From an optimization exercise on the open Yosys and OpenROAD flow, aimed at small area, a short achievable clock period and few clock cycles per item; shortcuts taken in it are not production practice. Only simulation tests tie the RTL to the original design; equivalence was not proved.

== job 402 ==
// ime_ks
module ime_ks (
  input  wire         clk,
  input  wire         rst,          
  input  wire         key_we,
  input  wire [2:0]   key_idx,
  input  wire [31:0]  key_wdata,
  input  wire         req_valid,
  output wire         req_ready,
  input  wire [15:0]  req_epoch,
  input  wire [2:0]   req_port,
  input  wire [28:0]  req_line,
  output wire         ks_valid,
  input  wire         ks_ready,
  output wire [1:0]   ks_blk,
  output wire [127:0] ks_data
);
  localparam U  = 7;            
  localparam QN = 4;            
  localparam QA = 2;            
  genvar g, u;
  integer i;
  reg [255:0] key;
  reg  [7:0]  kw_en;               
  reg  [31:0] kw_data;
  wire        kw_we = |kw_en;
  integer     kwi;
  always @(posedge clk) begin
    kw_en   <= key_we ? (8'h80 >> key_idx) : 8'h00;
    kw_data <= key_wdata;
    for (kwi = 0; kwi < 8; kwi = kwi + 1)
      if (kw_en[7-kwi])
        key[255 - 32*kwi -: 32] <= kw_data;
  end
  function [7:0] xtime(input [7:0] b);
    xtime = {b[6:0], 1'b0} ^ (b[7] ? 8'h1b : 8'h00);
  endfunction
  function [31:0] mixcol(input [31:0] c);
    reg [7:0] a0, a1, a2, a3;
    begin
      a0 = c[31:24]; a1 = c[23:16]; a2 = c[15:8]; a3 = c[7:0];
      mixcol[31:24] = xtime(a0) ^ (xtime(a1) ^ a1) ^ a2 ^ a3;
      mixcol[23:16] = a0 ^ xtime(a1) ^ (xtime(a2) ^ a2) ^ a3;
  ...
For scale: about 26000 cells after synthesis, ~4100 flip-flops, roughly 220 I/O pins, about 260000 sq um of cells after synthesis.
clock: 8.0 ns
lec_check: 0
abc_clock_period_in_ps: 3200
cap_margin: 20
core_margin: 2
core_utilization: 55
cts_cluster_diameter: 80
cts_cluster_size: 20
setup_slack_margin: 4.8
slew_margin: 55
standard.sh (not shown) runs the stock make flow with config.mk's settings and CLKGATE_MAP_FILE= SYNTH_SCRIPT=/design/flow/synth_recipe.tcl, a recipe that flattens the netlist after the stock synthesis.
==> flow/flow/run.sh <==
#!/bin/bash
# Own flow: the standard layout (standard.sh) with three changes:
#  - synthesis runs flow/my_synth.tcl: the standard synthesis script with
#    Yosys's default ABC mapping script in place of ORFS's speed script
#    (same flip-flops and register names);
#  - after global placement, flow/near_pins.tcl moves the registers that
#    drive output ports next to those ports (ORFS's PRE_RESIZE hook);
#  - the detailed router gets more antenna repair iterations.
set -euo pipefail
W=$(pwd)
export PRE_RESIZE_TCL=$W/flow/near_pins.tcl
sed -e "s#SYNTH_SCRIPT=[^ ]*#SYNTH_SCRIPT=$W/flow/my_synth.tcl MAX_REPAIR_ANTENNAS_ITER_DRT=15#" standard.sh > own.sh
grep -q "SYNTH_SCRIPT=$W/flow/my_synth.tcl" own.sh
bash own.sh > layout.log 2>&1
==> flow/flow/my_synth.tcl <==
# The standard synthesis (synth_recipe.tcl, which runs ORFS's synth.tcl), with
# one change: the technology mapping uses Yosys's default ABC script (area
# oriented, with the clock period as delay target) instead of ORFS's speed
# script. Everything else, flip-flop mapping and register names included, is
# the standard synthesis.
proc abc {args} {
  set out {}
  set skip 0
  foreach a $args {
    if {$skip} { set skip 0; continue }
    if {$a eq "-script"} { set skip 1; continue }
    lappend out $a
  }
  yosys abc {*}$out
}
source [file join [file dirname [file normalize [info script]]] .. synth_recipe.tcl]
==> flow/flow/near_pins.tcl <==
# PRE_RESIZE hook (after global placement, before the first repair_design):
# put each flip-flop whose output drives only an output port's buffer on the
# spot of that buffer, next to the pin; detailed placement later legalizes it.
# These registers' paths to the outputs have the least slack, and the global
# placer leaves them near the logic that feeds them instead.
set block [ord::get_db_block]
set moved 0
foreach inst [$block getInsts] {
  if {![[$inst getMaster] isSequential]} continue
  set q [$inst findITerm Q]
  if {$q eq "NULL" || $q eq ""} continue
  set net [$q getNet]
  if {$net eq "NULL" || $net eq ""} continue
  set iterms [$net getITerms]
  if {[llength $iterms] != 2} continue
  foreach it $iterms {
    set other [$it getInst]
    if {[$other getName] eq [$inst getName]} continue
    if {![string match output* [$other getName]]} continue
    lassign [$other getLocation] x y
    $inst setLocation $x $y
    incr moved
  }
}
puts "near_pins: moved $moved flip-flops next to their output buffers"
Job 402: full flow OK, the timing, design-rule and antenna checks passed
Testbench counts of job 402, summed over its fixed seeds: cycles 3,224, items 384.
Modified inputs, job 2706 compared to job 402
-- flow/config.mk --
<<< job 402, line 7
export LEC_CHECK = 0
export ABC_CLOCK_PERIOD_IN_PS = 3200
export CAP_MARGIN = 20
>>> job 2706, line 7
export LEC_CHECK = 0
export ABC_CLOCK_PERIOD_IN_PS = 3100
export CAP_MARGIN = 20
<<< job 402, line 13
export CTS_CLUSTER_SIZE = 20
export SETUP_SLACK_MARGIN = 4.8
export SLEW_MARGIN = 55
>>> job 2706, line 13
export CTS_CLUSTER_SIZE = 20
export SETUP_SLACK_MARGIN = 4.9
export SLEW_MARGIN = 50
Job 2706 reached the end of the flow, and the finished layout is clean on the timing, design-rule and antenna checks.
Job 402 went all the way through the flow, and no timing, DRC or antenna check failed.
[job 2706 vs job 402] slack of the critical path: lower in job 2706
On area after synthesis, job 402 and job 2706 are basically level.
Compared with job 402, job 2706 shows a higher first-iteration DRC count.
Changes in job 9205 relative to job 2706:
==> flow/config.mk <==
export PLATFORM = sky130hd
export DESIGN_NAME = ime_ks
export DESIGN_NICKNAME = ime_ks
export VERILOG_FILES = /design/flow/design.v
export SDC_FILE = /design/flow/constraint.sdc
export NUM_CORES = 8
export LEC_CHECK = 0
export ABC_CLOCK_PERIOD_IN_PS = 3250
export CAP_MARGIN = 20
export CORE_MARGIN = 2
export CORE_UTILIZATION = 52
export CTS_CLUSTER_DIAMETER = 80
export CTS_CLUSTER_SIZE = 20
export SETUP_SLACK_MARGIN = 4.75
export SLEW_MARGIN = 50
Die: job 9205 bigger than job 2706
Startpoint of the most critical setup path: el[1]$_SDFFE_PP0P_ -> job 9205, kmid[10]$_DFF_P_ -> job 2706
Compared with job 2706, job 9205 shows number of global-route vias before repair lower by about 1.3%.
Delta (job 9205 minus job 2706): all-layer global routing usage -2.0 points.
Changes in job 6075 relative to job 9205:
==> flow/config.mk <==
export PLATFORM = sky130hd
export DESIGN_NAME = ime_ks
export DESIGN_NICKNAME = ime_ks
export VERILOG_FILES = /design/flow/design.v
export SDC_FILE = /design/flow/constraint.sdc
export NUM_CORES = 8
export LEC_CHECK = 0
export ABC_CLOCK_PERIOD_IN_PS = 3200
export CAP_MARGIN = 20
export CORE_MARGIN = 2
export CORE_UTILIZATION = 55
export CTS_CLUSTER_DIAMETER = 80
export CTS_CLUSTER_SIZE = 20
export SETUP_SLACK_MARGIN = 4.8
export SLEW_MARGIN = 50
## What came out
All of job 9205 and job 6075 finish clean.
| first-pass GRT wire length | job 6075 vs job 9205 | 7600 um lower |
Compared to job 9205, job 6075 was floorplanned on a smaller die.
The slowest cell on the critical path comes out sky130_fd_sc_hd__o21ai_1 in one run and sky130_fd_sc_hd__nor2_1 in the other, namely in job 9205 and job 6075 respectively.
[compare] base=job 9205 new=job 6075: global-route usage has increased; post-synthesis share of cell area spent on full adders, half adders and majority gates closely matched the old numbers; total standard cell area after synthesis ~0 delta.


ime_ks, a different RTL version from the one above (not shown whole).
Size in the first run: about 1800 flip-flops, about 220 I/O pins, roughly 0.11 mm^2 of cells after synthesis.
## ime_ks
module ime_ks (
  input  wire         clk,
  input  wire         rst,          
  input  wire         key_we,
  input  wire [2:0]   key_idx,
  input  wire [31:0]  key_wdata,
  input  wire         req_valid,
  output wire         req_ready,
  input  wire [15:0]  req_epoch,
  input  wire [2:0]   req_port,
  input  wire [28:0]  req_line,
  output wire         ks_valid,
  input  wire         ks_ready,
  output wire [1:0]   ks_blk,
  output wire [127:0] ks_data
);
  genvar g;
  reg [255:0] key;
  always @(posedge clk) begin
    if (key_we)
      key[255 - 32*key_idx -: 32] <= key_wdata;
  end
  function [7:0] xtime(input [7:0] b);
    xtime = {b[6:0], 1'b0} ^ (b[7] ? 8'h1b : 8'h00);
  endfunction
  function [31:0] mixcol(input [31:0] c);
    reg [7:0] a0, a1, a2, a3;
    begin
      a0 = c[31:24]; a1 = c[23:16]; a2 = c[15:8]; a3 = c[7:0];
      mixcol[31:24] = xtime(a0) ^ (xtime(a1) ^ a1) ^ a2 ^ a3;
      mixcol[23:16] = a0 ^ xtime(a1) ^ (xtime(a2) ^ a2) ^ a3;
      mixcol[15:8]  = a0 ^ a1 ^ xtime(a2) ^ (xtime(a3) ^ a3);
      mixcol[7:0]   = (xtime(a0) ^ a0) ^ a1 ^ a2 ^ xtime(a3);
    end
  endfunction
  function [127:0] mixcolumns(input [127:0] s);
    mixcolumns = {mixcol(s[127:96]), mixcol(s[95:64]), mixcol(s[63:32]), mixcol(s[31:0])};
  endfunction
  function [127:0] shiftrows(input [127:0] s);
    integer i;
    begin
      for (i = 0; i < 16; i = i + 1)
        shiftrows[127 - 8*i -: 8] = s[127 - 8*(((i/4 + i%4) % 4)*4 + i%4) -: 8];
    end
  endfunction
  function [127:0] kstep(input [127:0] old, input [31:0] t);
    reg [31:0] w0, w1, w2, w3;
    begin
      w0 = old[127:96] ^ t;
      w1 = old[95:64]  ^ w0;
      w2 = old[63:32]  ^ w1;
      w3 = old[31:0]   ^ w2;
      kstep = {w0, w1, w2, w3};
    end
  endfunction
  reg         wv;           
  reg  [4:0]  ph;           
  reg  [1:0]  wseq;         
  reg  [1:0]  hd, tl, nr;   
  reg  [1:0]  nb;           
  reg         fo_v;         
  reg  [1:0]  fo_b;         
  ...
Settings: LEC_CHECK=0, CAP_MARGIN=20, CORE_MARGIN=2, CORE_UTILIZATION=40, SLEW_MARGIN=20; clock period 8.0 ns.
run.sh (not shown) runs the stock make flow with config.mk's settings and CLKGATE_MAP_FILE= SYNTH_SCRIPT=/design/flow/synth_recipe.tcl, a recipe that flattens the netlist after the stock synthesis.
Stock flow here: none of the scripts above is used.
Testbench counts at the start, summed over its fixed seeds: cycles 10,808, items 384.
Rerun with:
--- a/flow/config.mk
+++ b/flow/config.mk
@@ -6,6 +6,9 @@
 export NUM_CORES = 8
 export LEC_CHECK = 0
+export ABC_AREA = 1
+export ABC_CLOCK_PERIOD_IN_PS = 3000
 export CAP_MARGIN = 20
 export CORE_MARGIN = 2
 export CORE_UTILIZATION = 40
+export SETUP_SLACK_MARGIN = 5
 export SLEW_MARGIN = 20
Setup slack improves by 1.0 ns.
Design area rose by 17%.
Clock skew fell by 0.018 ns.
Rerun with:
--- a/flow/config.mk
+++ b/flow/config.mk
@@ -6,9 +6,8 @@
 export NUM_CORES = 8
 export LEC_CHECK = 0
-export ABC_AREA = 1
-export ABC_CLOCK_PERIOD_IN_PS = 3000
+export ABC_CLOCK_PERIOD_IN_PS = 3500
 export CAP_MARGIN = 20
 export CORE_MARGIN = 2
 export CORE_UTILIZATION = 40
-export SETUP_SLACK_MARGIN = 5
+export SETUP_SLACK_MARGIN = 4.5
 export SLEW_MARGIN = 20
Maximum frequency falls by 8.0%; worst setup slack is worse by 0.29 ns; routed wire length falls by 18%; hold slack is better by 0.040 ns; synthesized cell count falls by 32%; clock skew falls by 0.020 ns.
Rerun with:
--- a/flow/config.mk
+++ b/flow/config.mk
@@ -6,8 +6,8 @@
 export NUM_CORES = 8
 export LEC_CHECK = 0
-export ABC_CLOCK_PERIOD_IN_PS = 3500
+export ABC_CLOCK_PERIOD_IN_PS = 3000
 export CAP_MARGIN = 20
 export CORE_MARGIN = 2
 export CORE_UTILIZATION = 40
-export SETUP_SLACK_MARGIN = 4.5
+export SETUP_SLACK_MARGIN = 5
 export SLEW_MARGIN = 20
After rerunning: Via count rises by 5.5%; final area is higher by 12%; wire length climbs by 4.7%; non-clock buffer count went up by 736; setup slack gains 0.41 ns; synthesized cell count is unchanged; count of clock-buffer cells in the layout came out higher by 12; register-to-register slack improves by 0.43 ns.
Rerun with:
--- a/flow/config.mk
+++ b/flow/config.mk
@@ -9,5 +9,5 @@
 export CAP_MARGIN = 20
 export CORE_MARGIN = 2
-export CORE_UTILIZATION = 40
+export CORE_UTILIZATION = 60
 export SETUP_SLACK_MARGIN = 5
 export SLEW_MARGIN = 20
Hold slack is worse by 0.0077 ns; global-route usage rose by 12 points; wire length decreases by 2.6%; non-clock buffer count increases by 68; count of clock-buffer cells in the layout falls by 23.


## job 8192
Another version of the RTL of ime_ks (not shown whole).
For scale: roughly 27000 cells after synthesis, about 4200 flip-flops.
export LEC_CHECK = 0
export ABC_CLOCK_PERIOD_IN_PS = 3400
export CAP_MARGIN = 20
export CORE_MARGIN = 2
export CORE_UTILIZATION = 55
export SETUP_SLACK_MARGIN = 4.6
export SLEW_MARGIN = 20
create_clock -name core_clock -period 8.0 [get_ports {clk}]
standard.sh (not shown) runs the stock make flow with config.mk's settings and CLKGATE_MAP_FILE= SYNTH_SCRIPT=/design/flow/synth_recipe.tcl, a recipe that flattens the netlist after the stock synthesis.
==> flow/flow/run.sh <==
#!/bin/bash
# Own flow: the standard layout (standard.sh) with two changes:
#  - synthesis runs flow/my_synth.tcl: the standard synthesis script with
#    Yosys's default ABC mapping script in place of ORFS's speed script
#    (same flip-flops and register names);
#  - the detailed router gets more antenna repair iterations.
set -euo pipefail
W=$(pwd)
sed -e "s#SYNTH_SCRIPT=[^ ]*#SYNTH_SCRIPT=$W/flow/my_synth.tcl MAX_REPAIR_ANTENNAS_ITER_DRT=15#" standard.sh > own.sh
grep -q "SYNTH_SCRIPT=$W/flow/my_synth.tcl" own.sh
bash own.sh > layout.log 2>&1
Scripts as last shown in full above: flow/flow/my_synth.tcl
Every stage of the flow completed for job 8192, and the final layout passed the timing, design-rule and antenna checks.
Testbench counts of job 8192, summed over its fixed seeds: cycles 3,232, items 384.
Edits applied to the flow inputs when going from job 8192 to job 4952:
- SLEW_MARGIN: 20 -> 60
--- outcome ---
Comparing job 8192 and job 4952, design area is higher on job 4952. On count of non-CTS buffers in the layout: between job 8192 and job 4952, it ends up lower for job 8192. Job 4952 and job 8192 ended up with roughly the same global-route usage. Job 4952 -> job 8192: multi-input gate count flat. [compare] base=job 8192 new=job 4952: final critical delay including setup and external delays went down 0.32 ns; layout overhead on the synthesized area went up 2.2 points; total area of multi-input combinational cells went up about 2.3%. Job 8192 → job 4952: final wirelength neither gained nor lost much, post-route worst hold slack neither gained nor lost much, vias after detailed routing picked up an extra 1589.
Inputs modified between job 4952 and job 8964:
- a change of SLEW_MARGIN from 60 to 80
## What came out
- Re post-route non-filler standard cell count: job 8964 is 3051 up on job 4952.
- Count of cells along the worst register-to-register path, job 4952 and job 8964: smaller value in job 4952
- Sort job 4952 and job 8964 by fraction of standard cell area in multi-input logic, ascending, and job 4952 comes first.
- From job 4952 to job 8964 the numbers moved as follows: upper clock frequency limit decreased by about 6% relative to the old numbers; synthesized area divided by synthesized cell count ~0 delta.
- Cmp job 8964 vs job 4952: final instance area higher in job 8964
- Per the comparison of job 8964 with job 4952, fraction of standard cell area that is sequential lower, setup slack of the critical path after layout lower.


ime_ks, a different RTL version from the one above (not shown whole).
Size: roughly 26000 cells after synthesis, about 4200 flip-flops.
==> flow/design.v (excerpt) <==
module ime_ks (
  input  wire         clk,
  input  wire         rst,          
  input  wire         key_we,
  input  wire [2:0]   key_idx,
  input  wire [31:0]  key_wdata,
  input  wire         req_valid,
  output wire         req_ready,
  input  wire [15:0]  req_epoch,
  input  wire [2:0]   req_port,
  input  wire [28:0]  req_line,
  output wire         ks_valid,
  input  wire         ks_ready,
  output wire [1:0]   ks_blk,
  output wire [127:0] ks_data
);
==> flow/config.mk <==
export PLATFORM = sky130hd
export DESIGN_NAME = ime_ks
export DESIGN_NICKNAME = ime_ks
export VERILOG_FILES = /design/flow/design.v
export SDC_FILE = /design/flow/constraint.sdc
export NUM_CORES = 8
export LEC_CHECK = 0
export ABC_CLOCK_PERIOD_IN_PS = 3000
export CAP_MARGIN = 20
export CORE_MARGIN = 2
export CORE_UTILIZATION = 55
export CTS_CLUSTER_DIAMETER = 80
export CTS_CLUSTER_SIZE = 20
export SETUP_SLACK_MARGIN = 5
export SLEW_MARGIN = 45
==> flow/constraint.sdc <==
create_clock -name core_clock -period 8.0 [get_ports {clk}]
set_input_delay 1.6000 -clock core_clock [delete_from_list [all_inputs] [get_ports {clk}]]
set_output_delay 1.6000 -clock core_clock [all_outputs]
set_load 0.01 [all_outputs]
==> flow/flow/run.sh <==
#!/bin/bash
# Own flow: the standard layout (standard.sh) with three changes:
#  - synthesis runs flow/my_synth.tcl: the standard synthesis script with
#    Yosys's default ABC mapping script in place of ORFS's speed script
#    (same flip-flops and register names);
#  - after global placement, flow/near_pins.tcl moves the registers that
#    drive output ports next to those ports (ORFS's PRE_RESIZE hook);
#  - the detailed router gets more antenna repair iterations.
set -euo pipefail
W=$(pwd)
export PRE_RESIZE_TCL=$W/flow/near_pins.tcl
sed -e "s#SYNTH_SCRIPT=[^ ]*#SYNTH_SCRIPT=$W/flow/my_synth.tcl MAX_REPAIR_ANTENNAS_ITER_DRT=15#" standard.sh > own.sh
grep -q "SYNTH_SCRIPT=$W/flow/my_synth.tcl" own.sh
bash own.sh > layout.log 2>&1
Scripts as last shown in full above: flow/flow/my_synth.tcl, flow/flow/near_pins.tcl
Testbench counts at the start, summed over its fixed seeds: cycles 3,232, items 384.
Rerun with:
Settings changed: ABC_CLOCK_PERIOD_IN_PS 3000 to 3300, SETUP_SLACK_MARGIN 5 to 4.7.
Effect: The changed run ran to the end with no violations. Non-clock buffer count went down by 1135. Global-route usage went down by 0.96 points. Design area went down by 9.4%. Setup slack loses 0.12 ns. Clock-buffer cell count went up by 10.
Rerun with:
Settings changed: CORE_UTILIZATION 55 to 50.
Outcome: Wire length increases slightly; final area increases slightly; clock-buffer cell count increases by 7; cell count increases by a few percent; sequential cell count does not change.
Rerun with:
--- a/flow/flow/run.sh
+++ b/flow/flow/run.sh
@@ -2 +2 @@
-# Own flow: the standard layout (standard.sh) with three changes:
+# Own flow: the standard layout (standard.sh) with two changes:
@@ -6,2 +5,0 @@
-#  - after global placement, flow/near_pins.tcl moves the registers that
-#    drive output ports next to those ports (ORFS's PRE_RESIZE hook);
@@ -11 +8,0 @@
-export PRE_RESIZE_TCL=$W/flow/near_pins.tcl
Settings changed: ABC_CLOCK_PERIOD_IN_PS 3300 to 3400, CORE_UTILIZATION 50 to 55, CTS_CLUSTER_DIAMETER 80 to unset, CTS_CLUSTER_SIZE 20 to unset, SETUP_SLACK_MARGIN 4.7 to 4.6.
removed: flow/flow/near_pins.tcl
Via count is about the same.
Final area hardly moves.
Flip-flop and latch count does not change.
Global-route usage rises by 2.5 points.
Fmax decreases by 8.4%.
Setup slack is worse by 0.31 ns.
Synthesized area is about the same.
Wire length went down by 2.3%.
Rerun with:
--- a/flow/flow/run.sh
+++ b/flow/flow/run.sh
@@ -2 +2 @@
-# Own flow: the standard layout (standard.sh) with two changes:
+# Own flow: the standard layout (standard.sh) with three changes:
@@ -5,0 +6,2 @@
+#  - after global placement, flow/near_pins.tcl moves the registers that
+#    drive output ports next to those ports (ORFS's PRE_RESIZE hook);
@@ -8,0 +11 @@
+export PRE_RESIZE_TCL=$W/flow/near_pins.tcl
==> flow/flow/near_pins.tcl (new file) <==
# PRE_RESIZE hook (after global placement, before the first repair_design):
# put each flip-flop whose output drives only an output port's buffer on the
# spot of that buffer, next to the pin; detailed placement later legalizes it.
# These registers' paths to the outputs have the least slack, and the global
# placer leaves them near the logic that feeds them instead.
set block [ord::get_db_block]
set moved 0
foreach inst [$block getInsts] {
  if {![[$inst getMaster] isSequential]} continue
  set q [$inst findITerm Q]
  if {$q eq "NULL" || $q eq ""} continue
  set net [$q getNet]
  if {$net eq "NULL" || $net eq ""} continue
  set iterms [$net getITerms]
  if {[llength $iterms] != 2} continue
  foreach it $iterms {
    set other [$it getInst]
    if {[$other getName] eq [$inst getName]} continue
    if {![string match output* [$other getName]]} continue
    lassign [$other getLocation] x y
    $inst setLocation $x $y
    incr moved
  }
}
puts "near_pins: moved $moved flip-flops next to their output buffers"
Settings changed: ABC_CLOCK_PERIOD_IN_PS 3400 to 3300, CORE_UTILIZATION 55 to 45, CTS_CLUSTER_DIAMETER set to 80, CTS_CLUSTER_SIZE set to 20, SETUP_SLACK_MARGIN 4.6 to 4.7.
What happened: The new run passed the timing, design-rule and antenna checks. Final cell count rises by 4.0%. Final area grows by 0.40%. Fmax went up by 7.6%. Worst hold slack gets better by 0.016 ns. Clock skew drops by 0.0061 ns. Wire length goes up by 1.3%. Synthesized cell count is unchanged. Setup slack gets better by 0.26 ns.

==> re-timing with driven ports <==
Ports are ideal in the flow. The routed layouts listed here were re-timed in OpenROAD.
Step 1, drivers: a clkbuf_16 drives clk and a buf_2 each remaining input, both assumed.
Step 2 also shifts input and output timing later by t, the mid clock arrival at the registers, as if the neighbouring blocks saw the same clock.
Slacks: no drivers / after step 1 / after step 2; pairs: no drivers / after step 1.
run | t (ns) | setup slack, ns | worst register clock-pin slew, ns | worst data-port slew with drivers (ns) | pins driven straight from the clock port
job 402 | 1.154 | 4.723 / 4.650 / 3.924 | 0.10 / 0.10 | 0.11 | 1
job 2706 | 1.120 | 4.686 / 4.655 / 4.018 | 0.10 / 0.10 | 0.11 | 1
job 9205 | 1.130 | 4.674 / 4.660 / 3.921 | 0.10 / 0.10 | 0.17 | 1
job 6075 | 1.135 | 4.685 / 4.665 / 3.930 | 0.10 / 0.10 | 0.11 | 1
the first run of note 2 | 1.000 | 3.678 / 3.678 / 2.793 | 0.07 / 0.07 | 0.28 | 1
the second run of note 2 | 1.044 | 4.708 / 4.708 / 3.877 | 0.07 / 0.07 | 0.16 | 1
the third run of note 2 | 0.987 | 4.421 / 4.442 / 3.467 | 0.08 / 0.08 | 0.23 | 1
the fourth run of note 2 | 0.998 | 4.830 / 4.724 / 3.994 | 0.07 / 0.07 | 0.18 | 1
the fifth run of note 2 | 0.943 | 4.743 / 4.743 / 4.091 | 0.07 / 0.07 | 0.19 | 1
job 8192 | 1.185 | 4.029 / 3.896 / 3.784 | 0.07 / 0.07 | 0.10 | 1
job 4952 | 1.175 | 4.352 / 4.225 / 3.768 | 0.07 / 0.07 | 0.10 | 1
job 8964 | 1.208 | 4.120 / 4.120 / 3.806 | 0.08 / 0.08 | 0.10 | 1
the first run of note 4 | 1.134 | 4.745 / 4.622 / 4.056 | 0.10 / 0.10 | 0.15 | 1
the second run of note 4 | 1.140 | 4.622 / 4.600 / 3.891 | 0.10 / 0.10 | 0.10 | 1
the third run of note 4 | 1.155 | 4.668 / 4.606 / 3.790 | 0.10 / 0.10 | 0.19 | 1
the fourth run of note 4 | 1.177 | 4.363 / 4.242 / 3.753 | 0.07 / 0.07 | 0.14 | 1
the fifth run of note 4 | 1.171 | 4.618 / 4.575 / 3.857 | 0.10 / 0.10 | 0.12 | 1
After both steps setup and hold are still met in every run listed. The setup slack of the third run of note 2, which loses most, moves by +0.021 ns with the drivers and by -0.954 ns with both steps.
